Source: an optimization exercise on an open RTL-to-GDS flow (aim: small area, a short achievable clock period and few clock cycles per item). Production flows keep margins and buffers that such runs may drop.
Function was checked by simulation only, so behaviour that the tests miss may differ from the original.
Power and IR drop assume default switching activity.

### flow/config.mk
export PLATFORM = sky130hd
export DESIGN_NAME = contone_block_enc
export DESIGN_NICKNAME = contone_block_enc
export VERILOG_FILES = /design/flow/design.v
export SDC_FILE = /design/flow/constraint.sdc
export NUM_CORES = 4
export LEC_CHECK = 0
export CAP_MARGIN = 20
export CORE_MARGIN = 2
export CORE_UTILIZATION = 40
export SLEW_MARGIN = 20
### flow/constraint.sdc
create_clock -name core_clock -period 17.0 [get_ports {clk}]
set_input_delay 3.4000 -clock core_clock [delete_from_list [all_inputs] [get_ports {clk}]]
set_output_delay 3.4000 -clock core_clock [all_outputs]
set_load 0.01 [all_outputs]
### flow/design.v
module contone_block_enc (
    input  wire       clk,
    input  wire       rst,           
    input  wire       in_valid,
    output wire       in_ready,
    input  wire [7:0] in_cur,        
    input  wire [7:0] in_prev,       
    input  wire       in_sol,        
    output wire       out_valid,
    input  wire       out_ready,
    output wire [7:0] out_data,
    output wire       out_last       
);
    localparam integer T  = 16;          
    localparam integer WS = 65;          
    localparam integer L  = WS + T;      
    function [7:0] zz;                   
        input [7:0] e;
        zz = {e[6:0], 1'b0} ^ {8{e[7]}};
    endfunction
    function [31:0] res4;
        input [7:0] c, w, n, nw;
        reg   [7:0] dw, dn, da, dg;
        reg   [8:0] da9;
        reg         wltn, gew, gen, lew, len;
        begin
            dw   = c - w;
            dn   = c - n;
            da9  = {c, 1'b1} - {1'b0, w} - {1'b0, n};     
            da   = da9[8:1];                              
            dg   = c - w - n + nw;
            wltn = w < n;
            gew  = nw >= w;
            gen  = nw >= n;
            lew  = nw <= w;
            len  = nw <= n;
            res4[7:0]   = dw;
            res4[15:8]  = dn;
            res4[23:16] = da;
            res4[31:24] = (gew && gen) ? (wltn ? dw : dn) :
                          (lew && len) ? (wltn ? dn : dw) : dg;
        end
    endfunction
    function [26:0] code_of;
        input       raw;
        input [7:0] v;
        input [2:0] k;
        reg   [7:0]  q;
        reg   [15:0] tl, cs, cl;
        reg   [4:0]  qk;
        reg          esc, lg;
        begin
            q   = v >> k;
            esc = {1'b0, v} >= thr_esc(k);                
            tl  = ({8'd0, v} << (4'd15 - {1'b0, k})) & 16'h7FFF;
            qk  = q[4:0] + {2'd0, k};
            lg  = {1'b0, v} >= thr_lg(k);                 
            cs  = ~(16'hFFFF >> q[3:0]) | (tl >> q[3:0]);     
            cl  = q[4] ? (~(16'hFFFF >> q[2:0]) | (tl >> q[2:0])) : tl;
            if (raw)
                code_of = {1'b0, 5'd0, 5'd8, v, 8'd0};
            else if (esc)
                code_of = {1'b1, 5'd16, 5'd16, 8'hFF, v};
            else if (!lg)
                code_of = {1'b0, 5'd0, qk + 5'd1, cs};
            else
                code_of = {1'b1, q[4] ? 5'd16 : q[4:0],
                           (q[4] ? {2'd0, q[2:0]} : 5'd0) + {2'd0, k} + 5'd1, cl};
        end
    endfunction
    function [8:0] thr_esc;
        input [2:0] k;
        case (k)
            3'd0: thr_esc = 9'd24;
            3'd1: thr_esc = 9'd48;
            3'd2: thr_esc = 9'd96;
            3'd3: thr_esc = 9'd192;
            default: thr_esc = 9'd511;
        endcase
    endfunction
    function [8:0] thr_lg;
        input [2:0] k;
        case (k)
            3'd0: thr_lg = 9'd16;
            3'd1: thr_lg = 9'd30;
            3'd2: thr_lg = 9'd56;
            3'd3: thr_lg = 9'd104;
            3'd4: thr_lg = 9'd192;
            default: thr_lg = 9'd511;
        endcase
    endfunction
    function [8:0] thr_8;
        input [2:0] k;
        case (k)
            3'd0: thr_8 = 9'd8;
            3'd1: thr_8 = 9'd14;
            3'd2: thr_8 = 9'd24;
            3'd3: thr_8 = 9'd40;
            3'd4: thr_8 = 9'd64;
            3'd5: thr_8 = 9'd96;
            3'd6: thr_8 = 9'd128;
            default: thr_8 = 9'd0;
        endcase
    endfunction
    function [7:0] pred;
        input [1:0] p;
        input [7:0] w, n, nw;
        reg   [8:0] sum;
        reg   [7:0] g;
        begin
            sum = {1'b0, w} + {1'b0, n};
            g   = w + n - nw;
            case (p)
                2'd0: pred = w;
                2'd1: pred = n;
                2'd2: pred = sum[8:1];
                default: pred = (nw >= w && nw >= n) ? ((w < n) ? w : n) :
                                (nw <= w && nw <= n) ? ((w < n) ? n : w) : g;
            endcase
        end
    endfunction
    reg        in_ready_r;
    reg        in_ready_p;           
    reg        r_v, r_sol, r_rebase;
    reg [7:0]  r_cur, r_prev;
    assign in_ready = in_ready_p;
    wire       acc_now = in_valid && in_ready_r;
    wire       empty_now;
    always @(posedge clk) begin
        r_cur    <= in_cur;
        r_prev   <= in_prev;
        r_sol    <= in_sol;
        r_v      <= !rst && acc_now;
        r_rebase <= !rst && acc_now && empty_now;
    end
    reg [15:0] ring [0:L-1];
    integer    ri;
    always @(posedge clk) begin
        ring[0] <= r_v ? {r_cur, r_prev} : ring[L-1];
        for (ri = 1; ri < L; ri = ri + 1)
            ring[ri] <= ring[ri-1];
    end
    reg [7:0]  lc, lp;                
    reg [5:0]  ccnt;
    reg        cpar;                  
    reg        solq [0:1];            
    reg [31:0] zr;                    
    reg        z_v, z_first, z_last;
    wire [7:0]  c_w  = r_sol ? r_prev : lc;
    wire [7:0]  c_nw = r_sol ? r_prev : lp;
    wire [31:0] c_e  = res4(r_cur, c_w, r_prev, c_nw);
    always @(posedge clk) begin
        zr      <= r_v ? {zz(c_e[31:24]), zz(c_e[23:16]), zz(c_e[15:8]), zz(c_e[7:0])}
                       : 32'd0;
        z_first <= (ccnt == 6'd0);
        z_last  <= (ccnt == 6'd63);
        if (r_v) begin
            lc <= r_cur;
            lp <= r_prev;
        end
        if (r_v && ccnt == 6'd0) solq[cpar] <= r_sol;
        if (rst) begin
            z_v  <= 1'b0;
            ccnt <= 6'd0;
            cpar <= 1'b0;
        end else begin
            z_v <= r_v;
            if (r_v) ccnt <= ccnt + 6'd1;
            if (r_v && ccnt == 6'd63) cpar <= !cpar;
        end
    end
    function [8:0] cost_step;
        input [8:0] base;
        input [7:0] z;
        input [2:0] k;
        reg   [7:0] q;
        reg   [4:0] f;
        reg   [9:0] s;
        begin
            q = z >> k;
            f = (q >= 8'd24) ? 5'd31 - {2'd0, k} : q[4:0];
            s = {1'b0, base} + {5'd0, f};
            cost_step = s[9] ? 9'h1FF : s[8:0];
            if (k >= 3'd3) cost_step[8]   = 1'b1;
            if (k >= 3'd5) cost_step[7]   = 1'b1;
            if (k >= 3'd6) cost_step[6]   = 1'b1;
        end
    endfunction
    reg [8:0] acc [0:27];
    reg       a_done;
    integer   ap, ak;
    always @(posedge clk) begin
        for (ap = 0; ap < 4; ap = ap + 1)
            for (ak = 0; ak < 7; ak = ak + 1)
                acc[7*ap+ak] <= cost_step(z_first ? 9'd64 * (ak + 1) : acc[7*ap+ak],
                                          zr[8*ap +: 8], ak[2:0]);
        a_done <= !rst && z_v && z_last;
    end
    function [11:0] min2;                
        input [11:0] a, b;
        min2 = (b[11:3] < a[11:3]) ? b : a;
    endfunction
    reg [11:0] t1a [0:3];
    reg [11:0] t1b [0:3];
    reg        t1_v;
    integer    tp;
    always @(posedge clk) begin
        for (tp = 0; tp < 4; tp = tp + 1) begin
            t1a[tp] <= min2(min2({acc[7*tp+0], 3'd0}, {acc[7*tp+1], 3'd1}),
                            min2({acc[7*tp+2], 3'd2}, {acc[7*tp+3], 3'd3}));
            t1b[tp] <= min2(min2({acc[7*tp+4], 3'd4}, {acc[7*tp+5], 3'd5}),
                            {acc[7*tp+6], 3'd6});
        end
        t1_v <= !rst && a_done;
    end
    wire [11:0] m0 = min2(t1a[0], t1b[0]);
    wire [11:0] m1 = min2(t1a[1], t1b[1]);
    wire [11:0] m2 = min2(t1a[2], t1b[2]);
    wire [11:0] m3 = min2(t1a[3], t1b[3]);
    reg  [12:0] t2l, t2h;                
    reg         t2_v;
    always @(posedge clk) begin
        t2l  <= (m1[11:3] < m0[11:3]) ? {m1[11:3], 1'b1, m1[2:0]} : {m0[11:3], 1'b0, m0[2:0]};
        t2h  <= (m3[11:3] < m2[11:3]) ? {m3[11:3], 1'b1, m3[2:0]} : {m2[11:3], 1'b0, m2[2:0]};
        t2_v <= !rst && t1_v;
    end
    wire        sfin  = t2h[12:4] < t2l[12:4];
    wire [8:0]  bcost = sfin ? t2h[12:4] : t2l[12:4];
    wire [1:0]  bp    = sfin ? {1'b1, t2h[3]} : {1'b0, t2l[3]};
    wire [2:0]  bk    = sfin ? t2h[2:0] : t2l[2:0];
    localparam [1:0] K_CODED = 2'd0, K_ZERO = 2'd1, K_ESC = 2'd2;
    reg         pd_v;
    reg  [1:0]  pd_kind, pd_p;
    reg  [2:0]  pd_k;
    wire        take;                
    always @(posedge clk) begin
        if (t2_v) begin
            pd_p    <= bp;
            pd_k    <= bk;
            pd_kind <= (bcost == 9'd64)  ? K_ZERO :
                       (bcost <= 9'd504) ? K_CODED : K_ESC;
        end
        if (rst)       pd_v <= 1'b0;
        else if (t2_v) pd_v <= 1'b1;
        else if (take) pd_v <= 1'b0;
    end
    localparam [1:0] E_IDLE = 2'd0, E_LAST = 2'd1, E_READ = 2'd2;
    reg  [1:0]  es;
    reg  [1:0]  eb_kind, eb_p;
    reg  [2:0]  eb_k;
    reg         rpar;                
    reg  [5:0]  ecnt;                
    reg  [6:0]  rp;                  
    reg         e0_v, e0_hdr, e0_b, e0_end;
    reg  [7:0]  ac, bc, pa, pb;      
    reg  [7:0]  ln;                  
    wire        e0_esc   = (eb_kind == K_ESC);
    wire [7:0]  e0_hval  = (eb_kind == K_ZERO)  ? {2'b01, eb_p, 4'b0000} :
                           (eb_kind == K_CODED) ? {2'b00, eb_p, 1'b0, eb_k} : 8'hC0;
    reg         e1_v, e1_b, e1_raw, e1_end, e1_sh;
    reg  [2:0]  e1_k;
    reg  [7:0]  e1_va, e1_vb;
    reg         sa_v, sa_lg, sa_end, sb_v, sb_lg, sb_end, s_both;
    reg  [4:0]  sa_p1, sa_len, sb_p1, sb_len, sab_len;
    reg  [15:0] sa_code, sb_code, sab_code;
    reg  [23:0] a_acc;
    reg  [4:0]  a_n;
    reg         a_flush;             
    reg         o_v, s_v, s_l, ho_l;
    reg  [7:0]  s_d, ho_d;
    reg         po_v, po_l;
    reg  [7:0]  po_d;
    wire        o_load   = !o_v || out_ready;
    wire        o_l_n    = s_v ? s_l : pop_last;
    wire [7:0]  o_d_n    = s_v ? s_d : a_acc[23:16];
    wire        pop      = !s_v && (a_n >= 5'd8 || (a_flush && a_n != 5'd0));
    wire        pop_last = a_flush && a_n <= 5'd8;
    wire [4:0]  n_pop    = !pop ? a_n : (a_n >= 5'd8 ? a_n - 5'd8 : 5'd0);
    wire        flush_stay = a_flush && !(pop && pop_last);
    wire        push     = sa_v && !flush_stay && n_pop <= 5'd8;
    wire [15:0] chunk    = sa_lg ? ~(16'hFFFF >> sa_p1) : s_both ? sab_code : sa_code;
    wire [4:0]  chunk_n  = sa_lg ? sa_p1 : s_both ? sab_len : sa_len;
    wire        a_gone   = push && !sa_lg;                    
    wire        all_gone = a_gone && (s_both || !sb_v);       
    wire        end_sent = all_gone && (s_both ? sb_end : sa_end);
    wire [23:0] acc_pop  = pop ? {a_acc[15:0], 8'd0} : a_acc;
    wire [23:0] acc_ins  = {chunk, 8'd0} >> n_pop;
    wire        c_load   = !sa_v || all_gone;
    wire        e1_free  = !e1_v || c_load;
    wire        e0_free  = !e0_v || e1_free;
    wire [26:0] code_a   = code_of(e1_raw, e1_va, e1_k);
    wire [26:0] code_b   = code_of(e1_raw, e1_vb, e1_k);
    wire [7:0]  q_a      = e1_va >> e1_k;
    wire [4:0]  ab_len   = e1_raw ? 5'd16 : code_a[20:16] + code_b[20:16];
    wire [15:0] ab_code  = e1_raw ? {e1_va, e1_vb} :
                           code_a[15:0] | ((code_b[15:0] >> ({2'd0, e1_k} + 5'd1)) >> q_a[2:0]);
    wire [7:0]  za       = zz(ac - pa);
    wire [7:0]  zb       = zz(bc - pb);
    wire        sh_a     = {1'b0, za} < thr_8(eb_k);
    wire        sh_b     = {1'b0, zb} < thr_8(eb_k);
    reg  [T-1:0] win;                
    wire        in_win   = |win;
    reg  [15:0] rd_a, rd_b;
    integer     wi;
    always @(*) begin
        rd_a = 16'd0;
        rd_b = 16'd0;
        for (wi = 0; wi < T; wi = wi + 1) begin
            rd_a = rd_a | ({16{win[wi]}} & ring[WS+wi]);
            rd_b = rd_b | ({16{win[wi]}} & ring[WS+wi-1]);
        end
    end
    wire        rd_go    = (es == E_READ) && e0_free && in_win;
    wire        rd_two   = ecnt != 6'd63;
    wire        last_go  = (es == E_LAST) && in_win;
    wire [1:0]  nread    = rd_go ? (rd_two ? 2'd2 : 2'd1) : {1'b0, last_go};
    wire        skip     = take && (pd_kind == K_ZERO);
    wire        sol_a    = (ecnt == 6'd0) && solq[rpar];
    wire [7:0]  rw_a     = sol_a ? rd_a[7:0] : e0_b ? bc : ac;
    wire [7:0]  rnw_a    = sol_a ? rd_a[7:0] : ln;
    assign take = (es == E_IDLE) && pd_v && e0_free;
    reg  [6:0]  occ;                 
    reg  [6:0]  ph;                  
    reg  [6:0]  freed;               
    wire [6:0]  occ_r    = occ + {6'd0, r_v} - freed;    
    assign      empty_now = (occ_r == 7'd0);
    wire        space_n  = (occ_r + {6'd0, in_ready_r} + 7'd1) <= L;
    wire [6:0]  rp_inc   = (rp == L - 1) ? 7'd0 : rp + 7'd1;
    wire [6:0]  rp_dec   = (rp == 7'd0) ? L - 1 : rp - 7'd1;
    wire [6:0]  rp_skip  = (rp >= 7'd62) ? rp - 7'd62 : rp + (L - 62);
    reg  [T-1:0] win_skip;
    integer     wj;
    always @(*)
        for (wj = 0; wj < T; wj = wj + 1)
            win_skip[wj] = (rp_skip == wj);
    always @(posedge clk) begin
        a_acc <= acc_pop | (push ? acc_ins : 24'd0);
        a_n   <= n_pop + (push ? chunk_n : 5'd0);
        if (push && end_sent)  a_flush <= 1'b1;
        else if (!flush_stay)  a_flush <= 1'b0;
        if (push && sa_lg) sa_lg <= 1'b0;
        if (c_load) begin
            sa_v     <= e1_v;
            sa_lg    <= code_a[26];
            sa_p1    <= code_a[25:21];
            sa_len   <= code_a[20:16];
            sa_code  <= code_a[15:0];
            sa_end   <= e1_end && !e1_b;
            sb_v     <= e1_v && e1_b;
            sb_lg    <= code_b[26];
            sb_p1    <= code_b[25:21];
            sb_len   <= code_b[20:16];
            sb_code  <= code_b[15:0];
            sb_end   <= e1_end;
            s_both   <= e1_b && e1_sh;
            sab_len  <= ab_len;
            sab_code <= ab_code;
        end else if (a_gone) begin
            sa_v     <= 1'b1;
            sa_lg    <= sb_lg;
            sa_p1    <= sb_p1;
            sa_len   <= sb_len;
            sa_code  <= sb_code;
            sa_end   <= sb_end;
            sb_v     <= 1'b0;
            s_both   <= 1'b0;
        end
        if (e1_free) begin
            e1_v   <= e0_v;
            e1_b   <= e0_b && !e0_hdr;
            e1_raw <= e0_hdr || e0_esc;
            e1_va  <= e0_hdr ? e0_hval : e0_esc ? ac : za;
            e1_vb  <= e0_esc ? bc : zb;
            e1_end <= e0_end;
            e1_sh  <= e0_hdr || e0_esc || (sh_a && sh_b);
            e1_k   <= eb_k;
        end
        if (e0_free) e0_v <= 1'b0;
        if (take) begin
            eb_kind <= pd_kind;
            eb_p    <= pd_p;
            eb_k    <= pd_k;
            e0_v    <= 1'b1;
            e0_hdr  <= 1'b1;
            e0_end  <= (pd_kind == K_ZERO);
            ecnt    <= 6'd0;
            if (pd_kind == K_ZERO) begin
                rpar <= !rpar;
                es   <= E_LAST;
            end else
                es   <= E_READ;
        end
        if (last_go) begin
            ac   <= rd_a[15:8];
            ln   <= rd_a[7:0];
            e0_b <= 1'b0;
            es   <= E_IDLE;
        end
        if (rd_go) begin
            pa       <= pred(eb_p, rw_a, rd_a[7:0], rnw_a);
            pb       <= pred(eb_p, rd_a[15:8], rd_b[7:0], rd_a[7:0]);
            ac       <= rd_a[15:8];
            ln       <= rd_two ? rd_b[7:0] : rd_a[7:0];
            bc       <= rd_b[15:8];
            e0_v     <= 1'b1;
            e0_hdr   <= 1'b0;
            e0_b     <= rd_two;
            e0_end   <= !rd_two || ecnt == 6'd62;
            ecnt     <= ecnt + (rd_two ? 6'd2 : 6'd1);
            if (!rd_two || ecnt == 6'd62) begin
                rpar <= !rpar;
                es   <= E_IDLE;
            end
        end
        freed <= skip ? 7'd63 : {5'd0, nread};
        occ   <= occ_r;
        if (acc_now)          ph <= 7'd0;
        else if (ph == L - 1) ph <= 7'd0;
        else                  ph <= ph + 7'd1;
        in_ready_r <= space_n && (acc_now || ph == L - 1 || (empty_now && !r_v));
        in_ready_p <= space_n && ((in_valid && in_ready_p) || ph == L - 1 || (empty_now && !r_v));
        if (r_rebase) begin
            rp  <= L - WS;                       
            win <= {T{1'b0}};
        end else if (skip) begin
            rp  <= rp_skip;
            win <= win_skip;
        end else if (nread == 2'd2) begin
            rp  <= rp_dec;
            win <= {rp == T, win[T-1:1]};
        end else if (nread == 2'd0) begin
            rp  <= rp_inc;
            win <= {win[T-2:0], rp == L - 1};
        end
        po_v <= !rst && (o_load ? (s_v || pop) : o_v);
        po_l <= o_load ? o_l_n : !ho_l;
        po_d <= o_load ? o_d_n : ~ho_d;
        if (o_load) begin
            ho_l <= !o_l_n;
            ho_d <= ~o_d_n;
            if (s_v) begin
                o_v <= 1'b1;
                s_v <= 1'b0;
            end else
                o_v <= pop;
        end else if (pop) begin
            s_v <= 1'b1;
            s_d <= a_acc[23:16];
            s_l <= pop_last;
        end
        if (rst) begin
            es         <= E_IDLE;
            rpar       <= 1'b0;
            e0_v       <= 1'b0;
            e1_v       <= 1'b0;
            sa_v       <= 1'b0;
            sb_v       <= 1'b0;
            a_acc      <= 24'd0;
            a_n        <= 5'd0;
            a_flush    <= 1'b0;
            o_v        <= 1'b0;
            s_v        <= 1'b0;
            occ        <= 7'd0;
            freed      <= 7'd0;
            ph         <= 7'd0;
            rp         <= 7'd0;
            win        <= {{(T-1){1'b0}}, 1'b1};
            in_ready_r <= 1'b1;
            in_ready_p <= 1'b1;
        end
    end
    assign out_valid = po_v;
    assign out_data  = po_d;
    assign out_last  = po_l;
endmodule
### flow/flow/run.sh
#!/bin/bash
# Standard layout, with timing repair aimed at a shorter period than the
# clock's (the clock and all constraints are unchanged), gate sizing not
# tied to the cell footprint, and larger clock-sink clusters.
set -euo pipefail
bash standard.sh SETUP_SLACK_MARGIN=12.45 MATCH_CELL_FOOTPRINT=0 CTS_CLUSTER_SIZE=24 CTS_CLUSTER_DIAMETER=100 finish > standard_flow.log 2>&1
### flow/standard.sh
#!/bin/bash
# synth_recipe.tcl (not shown) runs the flow's synth.tcl, then flattens the netlist and writes it again
# the make line also repeats each setting of config.mk as NAME=value (left out here)
make -C /OpenROAD-flow-scripts/flow DESIGN_CONFIG=/design/flow/config.mk WORK_HOME=/design/flow/orfs CLKGATE_MAP_FILE= SYNTH_SCRIPT=/design/flow/synth_recipe.tcl "${@:-finish}"
==> qor.csv, run 1 <==
stage,metric,value,unit
outcome,status,timing/DRC/antenna clean,
cts,Num Clock Sinks,1986,
final_layout,share of cells above drive strength 1,9.59,%
drt,Top Metal Used,met4,
drt,Metal-1 WL,82.7,mm
worst_hold_path,min-delay worst type,reg2reg,
drt,WL/cell,18.6,µm
worst_setup_path,Crit path max-delay family,flip-flops,
cts,CTS H-tree depth,3,
worst_setup_path,Reg2Reg Setup Slack,12530,ps
global_route,GRT Overall Usage,18.1,%
floorplanning,die width,446,µm
floorplanning,die area,199000,µm²
yosys,ys flop type,dfxtp_1,
pwr,pwr dens,113,nW/µm²
place,post-DP HPWL,130,mm
yosys,Synth Register Bits,1986,
drt,met2 wire length,88.1,mm
yosys,Synth warnings,5,
yosys,Post-synth EDFFs,199,
pwr,Max rail drop VDD,80.8,µV
drt,drt first pass iters,6,
worst_setup_path,CP Launch Type,register,
final_layout,NumNets Final,8060,
timing,Setup Viol. Count Final,0,
worst_setup_path,Critical Path AT,1200,ps
drt,drt drc,0,
cts,worst skew pair latency,750,ps
timing,Hold Fails Final Rpt,0,
worst_setup_path,worst path cell trace,buf_6,
drt,Via density,5.27,
run,MaxCap Viol Count,0,
yosys,area share of the largest cell type after synthesis,45.8,%
drt,Routed WL,186,mm
worst_setup_path,CP required,13600,ps
worst_setup_path,slowest CP cell,dfxtp_2,
timing,fin crit share,27.1,%
place,Placer Congestion,0.921,
yosys,Netlist cell types,106,
yosys,Post-synth top cells,"dfxtp_1, ha_1, nor2_1",
yosys,Yosys top cell by area,dfxtp_1,
cts,Clock Tree Buf Depth,3,
global_route,grt ovf,0,
drt,post-route ant nets,0,
worst_setup_path,critical path capture point type,output port,
global_route,initial antenna violation count,6,
timing,min cycle time layout,4600,ps
timing,max-slew violations,0,
worst_setup_path,"slowest stage delay, CP",360,ps
floorplanning,row count,162,
yosys,Mapped Area,78200,µm²
yosys,"FFs w/ async S/R, synth",0,%
drt,routed wl met3,8.81,mm
cts,TritonCTS Buffers,96,
pwr,Pleak,0.0368,µW
final_layout,Final Util,44.5,%
place,IO Port Bufs,31,
global_route,largest net degree at the start of global routing,86,
timing,Fmax,0.217,GHz
drt,via total after detailed routing,52762,
cts,CTS tree,yes,
yosys,post-synthesis area per instance,10.6,µm²
cts,# hold bufs at CTS,0,
floorplanning,IO Count,32,
yosys,Mapped Cells,7367,
timing,Rel. slew slack,34.1,%
global_route,vias in the first global route,51587,
worst_setup_path,worst path buffer plus inverter count,1,
drt,starting DRC count in detailed routing,3608,
timing,unrepaired setup endpoints after global routing,yes,
floorplanning,Die Span Y,446,µm
yosys,Area contributors post-synth,"dfxtp_1, ha_1, edfxtp_1",
yosys,"count leader, synth",dfxtp_1,
floorplanning,Initial Utilization,40.2,%
yosys,Syn Nets,8002,
global_route,first-pass GRT wire length,289,mm
yosys,sequential area share after synthesis,53.4,%
timing,Fin Setup TNS,0,ps
worst_setup_path,crit-path max FO,1,
floorplanning,Core ar.,195000,µm²
worst_setup_path,Crit Path Class,reg2out,
cts,CTS root buf,clkbuf_16,
timing,worst-margin pin slew,987,ps
timing,Clock Skews,39.7,ps
cts,"CTS clk-pin slew, worst paths",100,ps
final_layout,Layout Area Growth over Synthesis,10.8,%
-- stage by stage --
stage / hold slack (ps) / setup WS (ps) / area (µm²) / std cells / total power [µW]
floorplan: 310 / 12450 / 78400 / 7367 / 6660
global placement: 310 / 11210 / 81200 / 9724 / 7120
detailed placement: 312 / 11150 / 81200 / 9725 / 7150
CTS: 308 / 12330 / 84900 / 9897 / 9800
global route: 327 / 12330 / 86600 / 10014 / 10300
finish: 302 / 12400 / 86600 / 10016 / 9780
-- layout make-up --
| cell class | instances | area, µm² |
|---|---|---|
| fill | 18184 | 108000 |
| sequential | 1986 | 41800 |
| multi-input combinational | 4579 | 34500 |
| tap | 2542 | 3180 |
| clock buffer | 120 | 2530 |
| timing repair buffer | 246 | 2270 |
| inverter | 514 | 2000 |
| clock inverter | 17 | 305 |
| antenna | 10 | 25.0 |
| timing repair inverter | 2 | 16.3 |
-- repair_timing --
| action | in CTS | in global routing |
|---|---|---|
| endpoints found under the hold margin | 0 | 0 |
| cloned | 4 | 9 |
| buffers inserted | 31 | 100 |
| resized for setup | 181 | 183 |
| pin swaps | 10 | 51 |
| setup endpoints to repair | 141 | 151 |
-- flip-flops by register name, indices dropped and copies added (netlist names), 13 cells and up --
| signal | flops |
|---|---|
| zr | 32 |
| win | 16 |
| t1b | 40 |
| t2l | 13 |
| acc | 224 |
| ring | 1296 |
| sa_code | 16 |
| t1a | 44 |
| a_acc | 24 |
| t2h | 13 |
| sb_code | 16 |
| sab_code | 16 |
-- path summary, 6_finish.rpt --
kind / depth (start not counted) / endpoint / start
max: 1 / out_data[5] / po_d[5]$_DFF_P_
min: 0 / ring[57][12]$_DFF_P_ / ring[56][12]$_DFF_P_
max reg2reg: 17 / sab_code[3]$_DFFE_PN_ / e1_k[0]$_DFFE_PP_
min reg2reg: 0 / ring[57][12]$_DFF_P_ / ring[56][12]$_DFF_P_
-- layer usage --
layer / vias up / global-route usage [%]
li1: 25640 / -
met1: 25398 / 23.9
met2: 1385 / 30.6
met3: 339 / 2.34
met4: 0 / 6.13
met5: - / 0
-- kinds of logic (layout without fill, tap and decap cells) --
kind of cell               Yosys count  after routing  share of synthesized area [%]
buffers and inverters              804            899                           3.97
DFF                               1986           1986                           53.4
other                                0             10                              0
muxes                              330            330                           4.54
and+or+nand+nor                   1819           1819                           11.3
adders and majority gates          614            614                           10.5
xor gates and xnor gates           242            242                           2.71
AOI/OAI and AO/OA                 1572           1574                           13.6
-- placed cells by master (no fill, tap or decap), types with 67 or more instances in the layout --
master,count
mux2i_1,221
o21ai_0,235
nor2_1,502
nand2b_1,174
buf_4,165
and2_1,68
xnor2_1,174
mux2_2,82
nand3_1,95
clkbuf_16,102
a22o_1,83
a221oi_1,98
nor2b_1,156
a21o_1,187
nand2_1,473
dfxtp_1,1769
fa_1,67
nor3_1,81
a21oi_1,348
inv_1,495
ha_1,540
nand4_1,70
a22oi_1,143
edfxtp_1,199
-- report_power, final --
group	switching (µW)	internal [µW]	total, µW
Clock	1490	1100	2580
Combinational	1020	889	1910
Sequential	211	5080	5290
Testbench counts, summed over its fixed seeds: cycles 167,146, blocks 2,560.
==> run 2, diff against run 1 <==
--- a/flow/design.v
+++ b/flow/design.v
@@ -278,5 +278,5 @@
     wire [4:0]  n_pop    = !pop ? a_n : (a_n >= 5'd8 ? a_n - 5'd8 : 5'd0);
     wire        flush_stay = a_flush && !(pop && pop_last);
-    wire        push     = sa_v && !flush_stay && n_pop <= 5'd8;
+    wire        push     = sa_v && !flush_stay && {1'b0, n_pop} + {1'b0, chunk_n} <= 6'd24;
     wire [15:0] chunk    = sa_lg ? ~(16'hFFFF >> sa_p1) : s_both ? sab_code : sa_code;
     wire [4:0]  chunk_n  = sa_lg ? sa_p1 : s_both ? sab_len : sa_len;
@@ -285,5 +285,5 @@
     wire        end_sent = all_gone && (s_both ? sb_end : sa_end);
     wire [23:0] acc_pop  = pop ? {a_acc[15:0], 8'd0} : a_acc;
-    wire [23:0] acc_ins  = {chunk, 8'd0} >> n_pop;
+    wire [23:0] acc_ins  = {chunk, 8'd0} >> n_pop;    
     wire        c_load   = !sa_v || all_gone;
     wire        e1_free  = !e1_v || c_load;
==> run 2 against run 1 <==
Via count increased by 2.1%. Setup slack worse by 55 ps. Non-clock buffer count is 70 higher. Global-route usage is 0.078 points higher. Clock power shrank 2%. Sequential power is essentially flat. Sequential cell count is the same. Routed wire length increased by 1.5%. Die area grew 0.47%. Still clean. Worst hold slack worse by 6.2 ps. Largest power group unchanged.
==> qor.csv, run 2 <==
stage,metric,value,unit,change
worst_setup_path,FF-to-FF End,sab_code[4]$_DFFE_PP_,,was sab_code[3]$_DFFE_PN_
timing,Hold Slack,296,ps,was 302 ps
final_layout,Final Util,45.1,%,was 44.5%
timing,Setup Viol. Count Final,0,,unchanged
final_layout,Top Registers,"ring x1296, acc x224, t1a x44",,unchanged
yosys,Post-synth top cells,"dfxtp_1, ha_1, nor2_1",,unchanged
final_layout,largest reg by FF count,ring,,unchanged
yosys,Yosys top cell by area,dfxtp_1,,unchanged
cts,CTS H-tree depth,3,,unchanged
drt,WL/cell,18.5,µm,was 18.6 µm
drt,Via density,5.28,,was 5.27
place,Placer Congestion,0.914,,was 0.921
cts,CTS root buf,clkbuf_16,,unchanged
floorplanning,row count,162,,unchanged
global_route,grt ovf,0,,unchanged
worst_setup_path,Crit Path Class,reg2out,,unchanged
timing,Clock Skews,68.9,ps,was 39.7 ps
place,post-DP HPWL,130,mm,about the same
worst_setup_path,Crit path max-delay family,flip-flops,,unchanged
yosys,ys flop type,dfxtp_1,,unchanged
pwr,pwr dens,110,nW/µm²,was 113 nW/µm²
timing,unrepaired setup endpoints after global routing,yes,,unchanged
yosys,area share of the largest cell type after synthesis,45.5,%,was 45.8%
worst_setup_path,CP required,13600,ps,about the same
final_layout,Layout Area Growth over Synthesis,12.0,%,was 10.8%
timing,Fin Setup TNS,0,ps,unchanged
final_layout,"most common cell after layout, fill and taps aside",dfxtp_1,,unchanged
worst_setup_path,critical path capture point type,output port,,unchanged
floorplanning,die width,447,µm,was 446 µm
timing,fin crit share,27.4,%,was 27.1%
pwr,Clock power frac,26.1,%,was 26.4%
cts,worst skew pair latency,780,ps,was 750 ps
yosys,"FFs w/ async S/R, synth",0,%,unchanged
yosys,Synth Register Bits,1986,,unchanged
global_route,initial antenna violation count,3,,was 6
timing,Rel. slew slack,26.5,%,was 34.1%
cts,Num Clock Sinks,1986,,unchanged
global_route,GRT Overall Usage,18.2,%,was 18.1%
drt,drt drc,0,,unchanged
worst_hold_path,worst hold stages,0,,unchanged
worst_hold_path,hold endpoint,ring[57][3]$_DFF_P_,,was ring[57][12]$_DFF_P_
yosys,Syn Nets,8051,,was 8002
worst_setup_path,worst path cell trace,buf_6,,unchanged
floorplanning,Core ar.,195000,µm²,about the same
cts,CTS tree,yes,,unchanged
floorplanning,die area,200000,µm²,was 199000 µm²
yosys,sequential area share after synthesis,53.2,%,was 53.4%
final_layout,Largest register FFs,1296,,unchanged
pwr,Int Pwr,7040,µW,was 7060 µW
yosys,"count leader, synth",dfxtp_1,,unchanged
worst_setup_path,slowest CP cell,dfxtp_2,,unchanged
drt,via total after detailed routing,53859,,was 52762
worst_setup_path,CP Launch Type,register,,unchanged
final_layout,share of cells above drive strength 1,11.2,%,was 9.59%
pwr,Max rail drop VDD,85.5,µV,was 80.8 µV
pwr,Pleak,0.0374,µW,was 0.0368 µW
final_layout,NumNets Final,8178,,was 8060
yosys,Mapped Cells,7412,,was 7367
floorplanning,Initial Utilization,40.3,%,was 40.2%
place,IO Port Bufs,31,,unchanged
run,MaxCap Viol Count,0,,unchanged
worst_hold_path,hold_sp,ring[56][3]$_DFF_P_,,was ring[56][12]$_DFF_P_
timing,max-slew violations,0,,unchanged
final_layout,"commonest non-fill, non-tap cells in the layout","dfxtp_1, ha_1, inv_1",,"was dfxtp_1, ha_1, nor2_1"
global_route,first-pass GRT wire length,293,mm,was 289 mm
global_route,largest net degree at the start of global routing,90,,was 86
yosys,Synth warnings,5,,unchanged
floorplanning,Die Span Y,447,µm,was 446 µm
pwr,Flop pwr share,54.1,%,about the same
worst_setup_path,RR Startpoint,e1_k[1]$_DFFE_PP_,,was e1_k[0]$_DFFE_PP_
timing,Fmax,0.215,GHz,was 0.217 GHz
worst_setup_path,worst path buffer plus inverter count,1,,unchanged
worst_setup_path,reg2reg path depth,19,,was 17
timing,worst-margin pin slew,1090,ps,was 987 ps
worst_setup_path,"slowest stage delay, CP",360,ps,about the same
floorplanning,IO Count,32,,unchanged
cts,"CTS clk-pin slew, worst paths",100,ps,about the same
pwr,Comb power frac,19.8,%,was 19.5%
timing,min cycle time layout,4650,ps,was 4600 ps
drt,Routed WL,189,mm,was 186 mm
drt,post-route ant nets,0,,unchanged
yosys,Post-synth EDFFs,199,,unchanged
drt,starting DRC count in detailed routing,3950,,was 3608
pwr,NetSw,2680,µW,was 2710 µW
global_route,vias in the first global route,52541,,was 51587
yosys,Netlist cell types,111,,was 106
timing,Hold Fails Final Rpt,0,,unchanged
worst_setup_path,crit-path max FO,2,,was 1
drt,drt first pass iters,6,,unchanged
yosys,Mapped Area,78500,µm²,was 78200 µm²
worst_setup_path,Critical Path AT,1250,ps,was 1200 ps
pwr,switch share,27.6,%,was 27.8%
yosys,Area contributors post-synth,"dfxtp_1, ha_1, edfxtp_1",,unchanged
cts,TritonCTS Buffers,95,,was 96
outcome,status,timing/DRC/antenna clean,,unchanged
cts,# hold bufs at CTS,0,,unchanged
worst_hold_path,min-delay worst type,reg2reg,,unchanged
cts,Clock Tree Buf Depth,3,,unchanged
yosys,post-synthesis area per instance,10.6,µm²,about the same
worst_setup_path,Reg2Reg Setup Slack,12400,ps,was 12530 ps
## run 2: cell type report
| cell class | instances | area, µm² |
|---|---|---|
| multi-input cells | 4631 | 35300 |
| diodes | 2 | 5.00 |
| well taps | 2624 | 3280 |
| flip-flops and latches | 1986 | 41800 |
| repair buffers | 316 | 2830 |
| clock inverters | 14 | 298 |
| repair inverters | 2 | 12.5 |
| inverters | 507 | 1970 |
| fillers | 18215 | 107000 |
| clock buffers | 114 | 2480 |
## run 2: how the worst max path moves through the flow
stage                          to                   from  depth (start not counted)
3_5_place_dp   rp[5]$_SDFFE_PP0P_       s_v$_SDFFE_PP0N_                         16
6_report                 in_ready  in_ready_p$_SDFF_PP1_                          1
3_3_place_gp   rp[3]$_SDFFE_PP0P_       s_v$_SDFFE_PP0N_                         19
2_1_floorplan  rp[4]$_SDFFE_PP0P_      a_n[3]$_SDFF_PP0_                         21
5_1_grt                  in_ready  in_ready_p$_SDFF_PP1_                          1
4_1_cts                  in_ready  in_ready_p$_SDFF_PP1_                          1
## run 2: logic make-up after synthesis
| kind of cell | synth area share [%] |
|---|---|
| AOI/OAI and AO/OA | 13.8 |
| xor gates and xnor gates | 2.63 |
| adders and majority gates | 10.5 |
| buffers and inverters | 3.92 |
| DFF | 53.2 |
| muxes | 4.60 |
| and+or+nand+nor | 11.3 |
## run 2: repair_timing
item                                    4_1_cts  5_1_grt
buffers inserted                             66      134
gates resized for setup                     207      244
pin swaps                                    24      106
gates cloned                                  6       13
endpoints found under the setup margin      386      226
## run 2: power groups by stage
stage          Sequential (µW)  Combinational (µW)  Clock [µW]
3_5_place_dp              5370                1750           0
3_3_place_gp              5370                1710           0
4_1_cts                   5270                1840        2630
5_1_grt                   5300                2160        2790
2_1_floorplan             5280                1370           0
6_report                  5260                1920        2540
## run 2: per-stage QoR
| stage | total power, µW | std cells | setup WS (ps) | instance area [µm²] |
|---|---|---|---|---|
| after floorplan | 6640 | 7412 | 12450 | 78900 |
| after global placement | 7080 | 9847 | 10130 | 81700 |
| after detailed placement | 7120 | 9847 | 9880 | 81700 |
| after CTS | 9740 | 10047 | 12240 | 85700 |
| after global routing | 10300 | 10195 | 12260 | 88000 |
| final | 9720 | 10196 | 12350 | 88000 |
## run 2: per-layer routing
layer  wire length (µm)  vias to the layer above  global-route usage [%]
li1                   -                    26011                       -
met1              83100                    25924                    23.8
met2              88700                     1537                    30.5
met3               9450                      385                    2.49
met4               7600                        2                    7.01
met5                 13                        -                       0
Testbench counts of run 2, summed over its fixed seeds: cycles 165,119, blocks 2,560.
==> run 3, diff against run 2 <==
--- a/flow/design.v
+++ b/flow/design.v
@@ -12,6 +12,6 @@
     output wire       out_last       
 );
-    localparam integer T  = 16;          
-    localparam integer WS = 65;          
+    localparam integer T  = 13;          
+    localparam integer WS = 63;          
     localparam integer L  = WS + T;      
     function [7:0] zz;                   
==> run 3 against run 2 <==
Routed wire length fell by 6.7%. Highest routed layer is now met4. Critical path type unchanged. Global-route usage decreased by 0.53 points. Setup slack got worse by 32 ps. Sequential power decreased by 4%. Clock skew decreased by 17 ps. Sequential cell count shrank 83. Still clean on timing, DRC and antenna.
==> qor.csv, run 3 <==
stage,metric,value,unit,change
outcome,status,timing/DRC/antenna clean,,unchanged
yosys,Mapped Area,76100,µm²,was 78500 µm²
place,number of cells after detailed placement,9546,,was 9847
yosys,Yosys top cell by area,dfxtp_1,,unchanged
timing,Fmax,0.213,GHz,was 0.215 GHz
drt,via total after detailed routing,51500,,was 53859
drt,post-route ant nets,0,,unchanged
worst_setup_path,CP Launch Type,register,,unchanged
global_route,initial antenna violation count,4,,was 3
place,Placer Congestion,0.900,,was 0.914
worst_setup_path,critical path capture point type,output port,,unchanged
pwr,NetSw,2640,µW,was 2680 µW
final_layout,design area,85400,µm²,was 88000 µm²
pwr,pwr dens,111,nW/µm²,was 110 nW/µm²
timing,Rel. slew slack,30.8,%,was 26.5%
pwr,Pleak,0.0366,µW,was 0.0374 µW
cts,Clock Tree Buf Depth,3,,unchanged
final_layout,Layout Area Growth over Synthesis,12.1,%,was 12.0%
yosys,"FFs w/ async S/R, synth",0,%,unchanged
worst_setup_path,Critical Path AT,1290,ps,was 1250 ps
cts,CTS tree,yes,,unchanged
timing,Hold Fails Final Rpt,0,,unchanged
cts,CTS root buf,clkbuf_16,,unchanged
yosys,post-synthesis area per instance,10.6,µm²,about the same
global_route,GRT Overall Usage,17.7,%,was 18.2%
global_route,first-pass GRT wire length,277,mm,was 293 mm
global_route,vias in the first global route,50064,,was 52541
cts,"CTS clk-pin slew, worst paths",90,ps,was 100 ps
final_layout,"commonest non-fill, non-tap cells in the layout","dfxtp_1, ha_1, inv_1",,unchanged
floorplanning,die width,440,µm,was 447 µm
timing,fin crit share,27.6,%,was 27.4%
cts,Num Clock Sinks,1903,,was 1986
drt,starting DRC count in detailed routing,3662,,was 3950
worst_setup_path,CP required,13600,ps,about the same
run,MaxCap Viol Count,0,,unchanged
final_layout,"most common cell after layout, fill and taps aside",dfxtp_1,,unchanged
timing,setup ws final,12310,ps,was 12350 ps
cts,CTS H-tree depth,3,,unchanged
place,placed cell area,79100,µm²,was 81700 µm²
worst_setup_path,Crit Path Class,reg2out,,unchanged
drt,Routed WL,176,mm,was 189 mm
yosys,Synth Register Bits,1903,,was 1986
timing,min cycle time layout,4690,ps,was 4650 ps
worst_setup_path,crit-path max FO,2,,unchanged
worst_setup_path,worst path buffer plus inverter count,1,,unchanged
drt,WL/cell,17.8,µm,was 18.5 µm
timing,Clock Skews,52.1,ps,was 68.9 ps
yosys,Syn Nets,7866,,was 8051
pwr,Clock power frac,26.5,%,was 26.1%
final_layout,Largest register FFs,1216,,was 1296
yosys,Mapped Cells,7216,,was 7412
pwr,switch share,27.8,%,was 27.6%
final_layout,Top Registers,"ring x1216, acc x224, t1a x44",,"was ring x1296, acc x224, t1a x44"
final_layout,share of cells above drive strength 1,11.5,%,was 11.2%
yosys,Netlist cell types,105,,was 111
drt,drt first pass iters,19,,was 6
cts,worst skew pair latency,780,ps,about the same
place,IO Port Bufs,31,,unchanged
place,dpl ws,9920,ps,was 9880 ps
pwr,Int Pwr,6840,µW,was 7040 µW
yosys,area share of the largest cell type after synthesis,44.8,%,was 45.5%
pwr,Comb power frac,19.9,%,was 19.8%
yosys,Area contributors post-synth,"dfxtp_1, ha_1, edfxtp_1",,unchanged
timing,max-slew violations,0,,unchanged
timing,worst-margin pin slew,1040,ps,was 1090 ps
drt,Via density,5.21,,was 5.28
cts,# hold bufs at CTS,0,,unchanged
pwr,Flop pwr share,53.5,%,was 54.1%
cts,TritonCTS Buffers,93,,was 95
worst_setup_path,slowest CP cell,dfxtp_4,,was dfxtp_2
yosys,Post-synth top cells,"dfxtp_1, ha_1, inv_1",,"was dfxtp_1, ha_1, nor2_1"
global_route,largest net degree at the start of global routing,79,,was 90
worst_setup_path,"slowest stage delay, CP",390,ps,was 360 ps
floorplanning,row count,160,,was 162
yosys,sequential area share after synthesis,52.7,%,was 53.2%
timing,Setup Viol. Count Final,0,,unchanged
floorplanning,Initial Utilization,40.2,%,was 40.3%
final_layout,largest reg by FF count,ring,,unchanged
yosys,"count leader, synth",dfxtp_1,,unchanged
floorplanning,IO Count,32,,unchanged
final_layout,NumNets Final,7996,,was 8178
global_route,grt ovf,0,,unchanged
floorplanning,die area,194000,µm²,was 200000 µm²
pwr,Tot Pwr,9480,µW,was 9720 µW
timing,Fin Setup TNS,0,ps,unchanged
drt,drt drc,0,,unchanged
yosys,ys flop type,dfxtp_1,,unchanged
worst_setup_path,worst path cell trace,buf_6,,unchanged
yosys,Synth warnings,5,,unchanged
floorplanning,Die Span Y,440,µm,was 447 µm
place,post-DP HPWL,120,mm,was 130 mm
floorplanning,Core ar.,190000,µm²,was 195000 µm²
worst_setup_path,Crit path max-delay family,flip-flops,,unchanged
worst_hold_path,min-delay worst type,reg2reg,,unchanged
timing,unrepaired setup endpoints after global routing,yes,,unchanged
pwr,Max rail drop VDD,99.4,µV,was 85.5 µV
yosys,Post-synth EDFFs,199,,unchanged
final_layout,non-filler instance count after layout,9893,,was 10196
-- run 3: cell count changes in the layout (fill, tap and decap cells not counted), sizes merged, moves of 28 or more --
cell	before	now
dfxtp	1787	1704
a22o	106	27
a221oi	114	36
a22oi	121	168
nand3	90	127
a222oi	7	35
-- run 3: kinds of logic (layout without fill, tap and decap cells) --
logic type	Yosys count	after routing	synth area share (%)
AND/OR/NAND/NOR	1790	1791	11.4
AO/OA/AOI/OAI	1537	1544	13.5
other	0	3	0
adder cells (fa/ha/maj)	630	630	11.1
flip-flops	1903	1903	52.7
XOR/XNOR	229	229	2.63
multiplexers	333	333	4.74
buffers and inverters	794	949	4.00
-- run 3: final cells by class --
class	instances	area, µm²
Multi-Input combinational cell	4527	34600
Tap cell	2511	3140
Timing Repair Buffer	298	2690
Clock buffer	108	2450
Antenna cell	3	7.51
Inverter	521	2010
Timing Repair inverter	2	15.0
Fill cell	17453	104000
Sequential cell	1903	40200
Clock inverter	20	344
-- run 3: path summary, 6_finish.rpt --
kind,slack [ps],cells past startpoint,to,startpoint
worst min-delay path,300,0,ring[42][12]$_DFF_P_,ring[41][12]$_DFF_P_
worst max register to register,12520,17,pa[6]$_DFFE_PN_,win[1]$_SDFFE_PP0P_
worst max-delay path,12310,1,in_ready,in_ready_p$_SDFF_PP1_
worst min register to register,300,0,ring[42][12]$_DFF_P_,ring[41][12]$_DFF_P_
-- run 3: repair_timing --
item | CTS | global route
setup endpoints to repair | 372 | 228
resized for setup | 214 | 221
pin swaps | 24 | 80
buffers inserted | 63 | 133
cloned | 9 | 11
-- run 3: power groups by stage --
stage / Clock (µW) / Combinational, µW / Sequential (µW)
after global placement: 0 / 1700 / 5170
final: 2520 / 1890 / 5070
after floorplan: 0 / 1370 / 5080
after CTS: 2610 / 1780 / 5080
after global routing: 2760 / 2130 / 5110
after detailed placement: 0 / 1740 / 5170
-- run 3: per-stage QoR --
stage | util [%] | hold slack, ps
after floorplan | - | 310
after global placement | 41.7 | 310
after detailed placement | 41.7 | 312
after CTS | 43.9 | 300
after global routing | 45.0 | 309
final | 45.0 | 302
-- run 3: metal layers --
metal,up-vias,global-route usage [%],routed length (µm)
li1,25274,-,-
met1,24646,24.3,81400
met2,1279,29.0,80900
met3,301,2.13,8400
met4,0,5.60,5320
met5,-,0,0
Testbench counts of run 3, summed over its fixed seeds: cycles 167,102, blocks 2,560.
==> run 4, diff against run 3 <==
--- a/flow/design.v
+++ b/flow/design.v
@@ -278,7 +278,10 @@
     wire [4:0]  n_pop    = !pop ? a_n : (a_n >= 5'd8 ? a_n - 5'd8 : 5'd0);
     wire        flush_stay = a_flush && !(pop && pop_last);
-    wire        push     = sa_v && !flush_stay && {1'b0, n_pop} + {1'b0, chunk_n} <= 6'd24;
     wire [15:0] chunk    = sa_lg ? ~(16'hFFFF >> sa_p1) : s_both ? sab_code : sa_code;
     wire [4:0]  chunk_n  = sa_lg ? sa_p1 : s_both ? sab_len : sa_len;
+    wire [5:0]  n_plus   = {1'b0, a_n} + {1'b0, chunk_n};
+    wire        fits     = !pop ? n_plus <= 6'd24 :
+                           (a_n >= 5'd8) ? n_plus <= 6'd32 : 1'b1;
+    wire        push     = sa_v && !flush_stay && fits;
     wire        a_gone   = push && !sa_lg;                    
     wire        all_gone = a_gone && (s_both || !sb_v);       
==> run 4 against run 3 <==
Combinational power grew 5%. Setup slack gained 110 ps. Clock-buffer cell count shrank 1. Utilization shrank 0.68 points. Synthesized area shrank 0.28%. Via count shrank 1.1%. Sequential share of layout area grew 1.0 points. Register-to-register slack lost 60 ps. Power grew 0.17%. Non-clock buffer count shrank 76. First-iteration DRC count grew 3.2%. Critical path type unchanged. Highest routed layer unchanged.
==> qor.csv, run 4 <==
stage,metric,value,unit,change
cts,worst skew pair latency,740,ps,was 780 ps
place,Placer Congestion,0.906,,was 0.900
drt,via total after detailed routing,50939,,was 51500
timing,Fmax,0.219,GHz,was 0.213 GHz
global_route,initial antenna violation count,1,,was 4
drt,post-route ant nets,0,,unchanged
drt,met2 wire length,84.5,mm,was 80.9 mm
yosys,post-synthesis area per instance,10.6,µm²,about the same
cts,CTS tree,yes,,unchanged
timing,max-slew violations,0,,unchanged
cts,TritonCTS Buffers,91,,was 93
final_layout,Top Registers,"ring x1216, acc x224, t1a x44",,unchanged
final_layout,share of cells above drive strength 1,8.93,%,was 11.5%
floorplanning,Core ar.,188000,µm²,was 190000 µm²
drt,drt drc,0,,unchanged
drt,Metal-1 WL,80.8,mm,was 81.4 mm
pwr,switch share,28.6,%,was 27.8%
cts,CTS root buf,clkbuf_16,,unchanged
global_route,GRT Overall Usage,17.9,%,was 17.7%
worst_setup_path,worst path buffer plus inverter count,1,,unchanged
worst_setup_path,CP Launch Type,register,,unchanged
yosys,Mapped Area,75900,µm²,was 76100 µm²
cts,# hold bufs at CTS,0,,unchanged
yosys,Netlist cell types,110,,was 105
cts,CTS H-tree depth,3,,unchanged
worst_setup_path,Crit Path Class,reg2out,,unchanged
drt,WL/cell,18.3,µm,was 17.8 µm
outcome,status,timing/DRC/antenna clean,,unchanged
worst_setup_path,Critical Path AT,1170,ps,was 1290 ps
floorplanning,die area,193000,µm²,was 194000 µm²
drt,Via density,5.22,,was 5.21
final_layout,Largest register FFs,1216,,unchanged
worst_setup_path,slowest CP cell,dfxtp_2,,was dfxtp_4
final_layout,NumNets Final,7872,,was 7996
drt,Top Metal Used,met4,,unchanged
run,MaxCap Viol Count,0,,unchanged
floorplanning,Die Span Y,440,µm,about the same
cts,"CTS clk-pin slew, worst paths",100,ps,was 90 ps
floorplanning,die width,440,µm,about the same
drt,starting DRC count in detailed routing,3779,,was 3662
timing,Hold Fails Final Rpt,0,,unchanged
timing,Rel. slew slack,22.8,%,was 30.8%
yosys,Mapped Cells,7187,,was 7216
drt,Routed WL,178,mm,was 176 mm
yosys,Area contributors post-synth,"dfxtp_1, ha_1, edfxtp_1",,unchanged
timing,fin crit share,26.9,%,was 27.6%
pwr,Comb power frac,20.8,%,was 19.9%
final_layout,"commonest non-fill, non-tap cells in the layout","dfxtp_1, ha_1, nand2_1",,"was dfxtp_1, ha_1, inv_1"
worst_setup_path,Crit path max-delay family,flip-flops,,unchanged
worst_hold_path,min-delay worst type,reg2reg,,unchanged
yosys,Yosys top cell by area,dfxtp_1,,unchanged
worst_setup_path,crit-path max FO,2,,unchanged
final_layout,largest reg by FF count,ring,,unchanged
drt,drt first pass iters,7,,was 19
global_route,first-pass GRT wire length,279,mm,was 277 mm
pwr,Int Pwr,6780,µW,was 6840 µW
worst_setup_path,critical path capture point type,output port,,unchanged
timing,worst-margin pin slew,1130,ps,was 1040 ps
worst_setup_path,"slowest stage delay, CP",350,ps,was 390 ps
timing,Clock Skews,47.0,ps,was 52.1 ps
pwr,Clock power frac,25.5,%,was 26.5%
timing,unrepaired setup endpoints after global routing,yes,,unchanged
global_route,largest net degree at the start of global routing,80,,was 79
yosys,"count leader, synth",dfxtp_1,,unchanged
final_layout,"most common cell after layout, fill and taps aside",dfxtp_1,,unchanged
pwr,Flop pwr share,53.7,%,was 53.5%
yosys,sequential area share after synthesis,52.8,%,was 52.7%
place,post-DP HPWL,125,mm,was 120 mm
yosys,ys flop type,dfxtp_1,,unchanged
pwr,Max rail drop VDD,91.9,µV,was 99.4 µV
pwr,Pleak,0.0359,µW,was 0.0366 µW
floorplanning,Initial Utilization,40.3,%,was 40.2%
place,number of cells after detailed placement,9501,,was 9546
cts,Num Clock Sinks,1903,,unchanged
place,IO Port Bufs,31,,unchanged
yosys,Synth warnings,5,,unchanged
final_layout,Layout Area Growth over Synthesis,9.94,%,was 12.1%
timing,min cycle time layout,4570,ps,was 4690 ps
timing,Fin Setup TNS,0,ps,unchanged
yosys,area share of the largest cell type after synthesis,44.9,%,was 44.8%
pwr,pwr dens,114,nW/µm²,was 111 nW/µm²
yosys,Synth Register Bits,1903,,unchanged
yosys,"FFs w/ async S/R, synth",0,%,unchanged
drt,routed wl met3,8.03,mm,was 8.40 mm
final_layout,non-filler instance count after layout,9757,,was 9893
cts,Clock Tree Buf Depth,3,,unchanged
worst_setup_path,CP required,13600,ps,about the same
floorplanning,row count,159,,was 160
yosys,Syn Nets,7830,,was 7866
yosys,Post-synth EDFFs,199,,unchanged
global_route,grt ovf,0,,unchanged
yosys,Post-synth top cells,"dfxtp_1, ha_1, nand2_1",,"was dfxtp_1, ha_1, inv_1"
worst_setup_path,worst path cell trace,buf_6,,unchanged
floorplanning,IO Count,32,,unchanged
final_layout,fill count,17737,,was 17453
pwr,NetSw,2710,µW,was 2640 µW
timing,Setup Viol. Count Final,0,,unchanged
global_route,vias in the first global route,49949,,was 50064
[run 4: layer usage]
layer / up-vias / track usage (%)
met4: 0 / 5.05
met2: 1166 / 30.5
met1: 24568 / 23.8
met3: 273 / 2.27
met5: - / 0
li1: 24932 / -
[run 4: final cells by class]
class	count	area, µm²	share of cell area [%]
Antenna cell	2	5.00	0.00600
Clock buffer	107	2370	2.84
Clock inverter	17	250	0.300
Inverter	499	1960	2.35
Multi-Input combinational cell	4511	33600	40.3
Sequential cell	1903	40100	48.1
Tap cell	2495	3120	3.74
Timing Repair Buffer	222	2020	2.42
Timing Repair inverter	1	5.00	0.00600
[run 4: power by group through the flow]
stage	clock, µW	combinational, µW	sequential [µW]
4_1_cts	2520	1910	5110
3_5_place_dp	0	1870	5200
3_3_place_gp	0	1830	5210
6_report	2420	1980	5100
2_1_floorplan	0	1460	5100
5_1_grt	2670	2220	5140
[run 4: logic make-up (layout without fill, tap and decap cells)]
| kind of cell | after synthesis | in the layout | synth area share [%] |
|---|---|---|---|
| DFF | 1903 | 1903 | 52.8 |
| and+or+nand+nor | 1795 | 1795 | 11.3 |
| buffers and inverters | 774 | 846 | 4.18 |
| other | 0 | 2 | 0 |
| AOI/OAI and AO/OA | 1507 | 1508 | 13.1 |
| muxes | 346 | 346 | 4.89 |
| adders and majority gates | 623 | 623 | 11.0 |
| xor gates and xnor gates | 239 | 239 | 2.76 |
[run 4: per-stage QoR]
stage                     utilization (%)  area (µm²)  power (µW)  hold WS [ps]  setup WS (ps)
after global placement               41.8       78600        7040           311          10320
after detailed placement             41.8       78600        7080           312          10310
after global routing                 44.3       83500       10000           310          12300
after floorplan                         -       76000        6560           310          12460
after CTS                            43.6       82100        9540           303          12350
final                                44.3       83500        9500           306          12430
[run 4: worst paths after layout]
check	from	to	slack, ps	depth (start not counted)
max	in_ready_p$_SDFF_PP1_	in_ready	12430	1
min reg2reg	ring[2][9]$_DFF_P_	ring[3][9]$_DFF_P_	310	0
min	ring[2][9]$_DFF_P_	ring[3][9]$_DFF_P_	310	0
max reg2reg	e1_k[1]$_DFFE_PP_	sab_code[5]$_DFFE_PP_	12460	18
[run 4: timing repair]
action,CTS,global route
setup endpoints to repair,342,257
cloned,5,7
resized for setup,168,155
pin swaps,17,44
setup buffers,40,77
Testbench counts of run 4, summed over its fixed seeds: cycles 167,102, blocks 2,560.
==> run 5, diff against run 4 <==
--- a/flow/design.v
+++ b/flow/design.v
@@ -120,6 +120,7 @@
         end
     endfunction
-    reg        in_ready_r;
+    reg        in_ready_n;           
     reg        in_ready_p;           
+    wire       in_ready_r = !in_ready_n;
     reg        r_v, r_sol, r_rebase;
     reg [7:0]  r_cur, r_prev;
@@ -421,6 +422,6 @@
         else if (ph == L - 1) ph <= 7'd0;
         else                  ph <= ph + 7'd1;
-        in_ready_r <= space_n && (acc_now || ph == L - 1 || (empty_now && !r_v));
-        in_ready_p <= space_n && ((in_valid && in_ready_p) || ph == L - 1 || (empty_now && !r_v));
+        in_ready_n <= !(space_n && (acc_now || ph == L - 1 || (empty_now && !r_v)));
+        in_ready_p <= space_n && (acc_now || ph == L - 1 || (empty_now && !r_v));
         if (r_rebase) begin
             rp  <= L - WS;                       
@@ -469,5 +470,5 @@
             rp         <= 7'd0;
             win        <= {{(T-1){1'b0}}, 1'b1};
-            in_ready_r <= 1'b1;
+            in_ready_n <= 1'b0;
             in_ready_p <= 1'b1;
         end
==> run 5 against run 4 <==
Still clean. Setup slack worse by 39 ps. Final area rose by 1.2%. Critical path depth is 17 higher. Combinational power hardly changed. Routed wire length is 1.4% higher. Clock skew up 25 ps. Power grew 1.4%. Worst hold slack got worse by 13 ps. Clock power up 2%. Largest power group unchanged. Global-route usage up 0.35 points.
==> qor.csv, run 5 <==
stage,metric,value,unit,change
outcome,status,timing/DRC/antenna clean,,unchanged
final_layout,Final Util,44.6,%,was 44.3%
global_route,GRT Overall Usage,18.3,%,was 17.9%
yosys,area share of the largest cell type after synthesis,44.8,%,was 44.9%
final_layout,share of cells above drive strength 1,9.66,%,was 8.93%
timing,fin crit share,27.1,%,was 26.9%
timing,unrepaired setup endpoints after global routing,yes,,unchanged
cts,worst skew pair latency,790,ps,was 740 ps
final_layout,Top Registers,"ring x1216, acc x224, t1a x44",,unchanged
floorplanning,Initial Utilization,40.2,%,was 40.3%
worst_setup_path,CP required,17520,ps,was 13600 ps
cts,Num Clock Sinks,1903,,unchanged
global_route,vias in the first global route,51321,,was 49949
timing,worst-margin pin slew,1190,ps,was 1130 ps
yosys,Synth Register Bits,1903,,unchanged
cts,CTS root buf,clkbuf_16,,unchanged
floorplanning,die width,440,µm,about the same
drt,post-route ant nets,0,,unchanged
worst_setup_path,reg2reg path depth,18,,unchanged
yosys,"count leader, synth",dfxtp_1,,unchanged
place,Placer Congestion,0.920,,was 0.906
yosys,post-synthesis area per instance,10.5,µm²,was 10.6 µm²
place,IO Port Bufs,31,,unchanged
floorplanning,Core ar.,190000,µm²,was 188000 µm²
yosys,Post-synth top cells,"dfxtp_1, ha_1, inv_1",,"was dfxtp_1, ha_1, nand2_1"
global_route,grt ovf,0,,unchanged
worst_setup_path,Critical Path AT,5130,ps,was 1170 ps
cts,CTS tree,yes,,unchanged
run,MaxCap Viol Count,0,,unchanged
floorplanning,row count,160,,was 159
worst_setup_path,critical path capture point type,register,,was output port
cts,Clock Tree Buf Depth,3,,unchanged
yosys,Mapped Area,76200,µm²,was 75900 µm²
global_route,met1 Usage GRT,23.9,%,was 23.8%
pwr,Tot Pwr,9630,µW,was 9500 µW
yosys,Syn Nets,7889,,was 7830
pwr,Max rail drop VDD,102,µV,was 91.9 µV
pwr,Pleak,0.0366,µW,was 0.0359 µW
global_route,largest net degree at the start of global routing,112,,was 80
global_route,initial antenna violation count,2,,was 1
drt,WL/cell,18.3,µm,about the same
final_layout,Largest register FFs,1216,,unchanged
drt,drt first pass iters,8,,was 7
pwr,pwr dens,114,nW/µm²,about the same
worst_setup_path,CP Launch Type,register,,unchanged
global_route,met2 usage,30.0,%,was 30.5%
drt,via total after detailed routing,52068,,was 50939
final_layout,"most common cell after layout, fill and taps aside",dfxtp_1,,unchanged
drt,starting DRC count in detailed routing,4051,,was 3779
drt,Via density,5.29,,was 5.22
worst_hold_path,min-delay worst type,reg2reg,,unchanged
worst_setup_path,crit-path max FO,7,,was 2
drt,drt drc,0,,unchanged
final_layout,"commonest non-fill, non-tap cells in the layout","dfxtp_1, ha_1, inv_1",,"was dfxtp_1, ha_1, nand2_1"
timing,Setup Viol. Count Final,0,,unchanged
final_layout,largest reg by FF count,ring,,unchanged
cts,"CTS clk-pin slew, worst paths",100,ps,about the same
floorplanning,IO Count,32,,unchanged
cts,TritonCTS Buffers,93,,was 91
timing,Clock Skews,71.5,ps,was 47.0 ps
yosys,Area contributors post-synth,"dfxtp_1, ha_1, edfxtp_1",,unchanged
final_layout,ANT cells,0,,was 2
worst_hold_path,worst hold stages,0,,unchanged
floorplanning,Die Span Y,440,µm,about the same
timing,setup ws final,12390,ps,was 12430 ps
global_route,busiest metal layer after global routing,met2,,unchanged
yosys,sequential area share after synthesis,52.6,%,was 52.8%
cts,# hold bufs at CTS,0,,unchanged
yosys,Netlist cell types,90,,was 110
timing,Fmax,0.217,GHz,was 0.219 GHz
worst_setup_path,Crit Path Class,reg2reg,,was reg2out
final_layout,NumNets Final,7948,,was 7872
cts,CTS H-tree depth,3,,unchanged
yosys,"FFs w/ async S/R, synth",0,%,unchanged
place,post-DP HPWL,126,mm,was 125 mm
timing,Fin Setup TNS,0,ps,unchanged
floorplanning,die area,194000,µm²,was 193000 µm²
timing,Rel. slew slack,20.2,%,was 22.8%
drt,Routed WL,181,mm,was 178 mm
yosys,Yosys top cell by area,dfxtp_1,,unchanged
timing,max-slew violations,0,,unchanged
timing,min cycle time layout,4610,ps,was 4570 ps
final_layout,fill count,17582,,was 17737
yosys,Post-synth EDFFs,199,,unchanged
global_route,GR Layer Usage met3,2.62,%,was 2.27%
yosys,ys flop type,dfxtp_1,,unchanged
timing,Hold Fails Final Rpt,0,,unchanged
yosys,Synth warnings,5,,unchanged
place,dpl ws,11380,ps,was 10310 ps
final_layout,Layout Area Growth over Synthesis,10.9,%,was 9.94%
yosys,Mapped Cells,7247,,was 7187
global_route,first-pass GRT wire length,284,mm,was 279 mm
run 5: final timing paths:
kind / start / to / slack (ps)
hold / removal: ring[16][11]$_DFF_P_ / ring[17][11]$_DFF_P_ / 290
setup reg to reg: e1_k[0]$_DFFE_PP_ / sab_code[0]$_DFFE_PP_ / 12390
setup / recovery: e1_k[0]$_DFFE_PP_ / sab_code[0]$_DFFE_PP_ / 12390
hold reg to reg: ring[16][11]$_DFF_P_ / ring[17][11]$_DFF_P_ / 290
run 5: power by group:
group	internal, µW	switching, µW
Sequential	4920	229
Combinational	901	1110
Clock	1040	1430
Total	6860	2760
run 5: logic make-up after synthesis:
kind of cell    synth area share, %
compound gates                 13.3
xor+xnor                       2.72
simple gates                   11.6
fa+ha+maj                      10.9
buf+inv                        4.00
flops                          52.6
mux                            4.91
run 5: worst max-delay path: stages, from the launching register on:
cell and delay (ps):
edfxtp_1 440, buf_12 170, buf_4 150, or2_4 290, nand2_1 110, ha_1 150
nand4_1 200, o311a_4 450, buf_4 160, buf_4 150, o21ai_4 240, nand3_1 220
o221ai_2 270, nor2_1 80, mux4_2 500, or3_1 330, o211ai_1 130, o221a_2 230
o21ai_1 50
run 5: metal layers:
| layer | vias to the layer above | routed length (µm) |
|---|---|---|
| li1 | 25252 | - |
| met1 | 24969 | 80400 |
| met2 | 1455 | 82700 |
| met3 | 392 | 9660 |
| met4 | 0 | 7930 |
| met5 | - | 0 |
run 5: final cells by class:
| type | instances | area (µm²) | share of cell area [%] |
|---|---|---|---|
| Timing Repair inverter | 2 | 12.5 | 0.0148 |
| Sequential cell | 1903 | 40100 | 47.5 |
| Clock buffer | 111 | 2420 | 2.86 |
| Inverter | 512 | 1990 | 2.35 |
| Timing Repair Buffer | 251 | 2290 | 2.71 |
| Multi-Input combinational cell | 4543 | 34200 | 40.5 |
| Clock inverter | 18 | 324 | 0.384 |
| Tap cell | 2511 | 3140 | 3.72 |
run 5: what timing repair did:
action,CTS,global route
setup buffers,83,62
gates cloned,6,3
pin swaps,30,51
setup endpoints to repair,221,165
gates resized for setup,193,172
run 5: per-stage QoR:
stage | hold WS [ps] | area [µm²] | cells
CTS | 288 | 83300 | 9786
finish | 294 | 84500 | 9851
detailed placement | 312 | 79200 | 9568
floorplan | 310 | 76400 | 7247
global route | 298 | 84500 | 9851
global placement | 310 | 79200 | 9567
Testbench counts of run 5, summed over its fixed seeds: cycles 167,102, blocks 2,560.

==> afterwards: timing with drivers on the ports <==
How much do the figures lean on ideal ports? The routed layouts below were timed once more, with nothing changed but the port constraints.
Step 1 sets driving cells, clkbuf_16 on the clock port and buf_2 on the other inputs (assumed; they add their load-dependent delay and slew).
Step 2 times the ports against the registers' clock, not the clock port: input delays grow and output delays shrink by t, the midpoint of the rising clock arrivals with the driver on.
Three values: ideal ports, drivers, drivers and shift; two values: the first two.
run | shift t [ns] | slack for setup (ns) | hold WS [ns] | clock arrival spread, ns | worst slew at a driven data input, ns
run 1 | 0.827 | 12.400 / 12.305 / 12.231 | 0.302 / 0.302 / 0.302 | 0.043 / 0.043 | 0.08
run 2 | 0.821 | 12.345 / 12.271 / 12.063 | 0.296 / 0.296 / 0.296 | 0.083 / 0.083 | 0.10
run 3 | 0.837 | 12.313 / 12.232 / 11.779 | 0.302 / 0.302 / 0.302 | 0.060 / 0.060 | 0.06
run 4 | 0.808 | 12.426 / 12.340 / 12.088 | 0.306 / 0.306 / 0.306 | 0.070 / 0.070 | 0.10
run 5 | 0.839 | 12.386 / 12.317 / 12.002 | 0.294 / 0.294 / 0.294 | 0.071 / 0.071 | 0.04
After both steps every run listed still meets setup and hold. For run 3, which loses most, drivers alone change the setup slack by -0.081 ns; drivers and shift together by -0.534 ns.
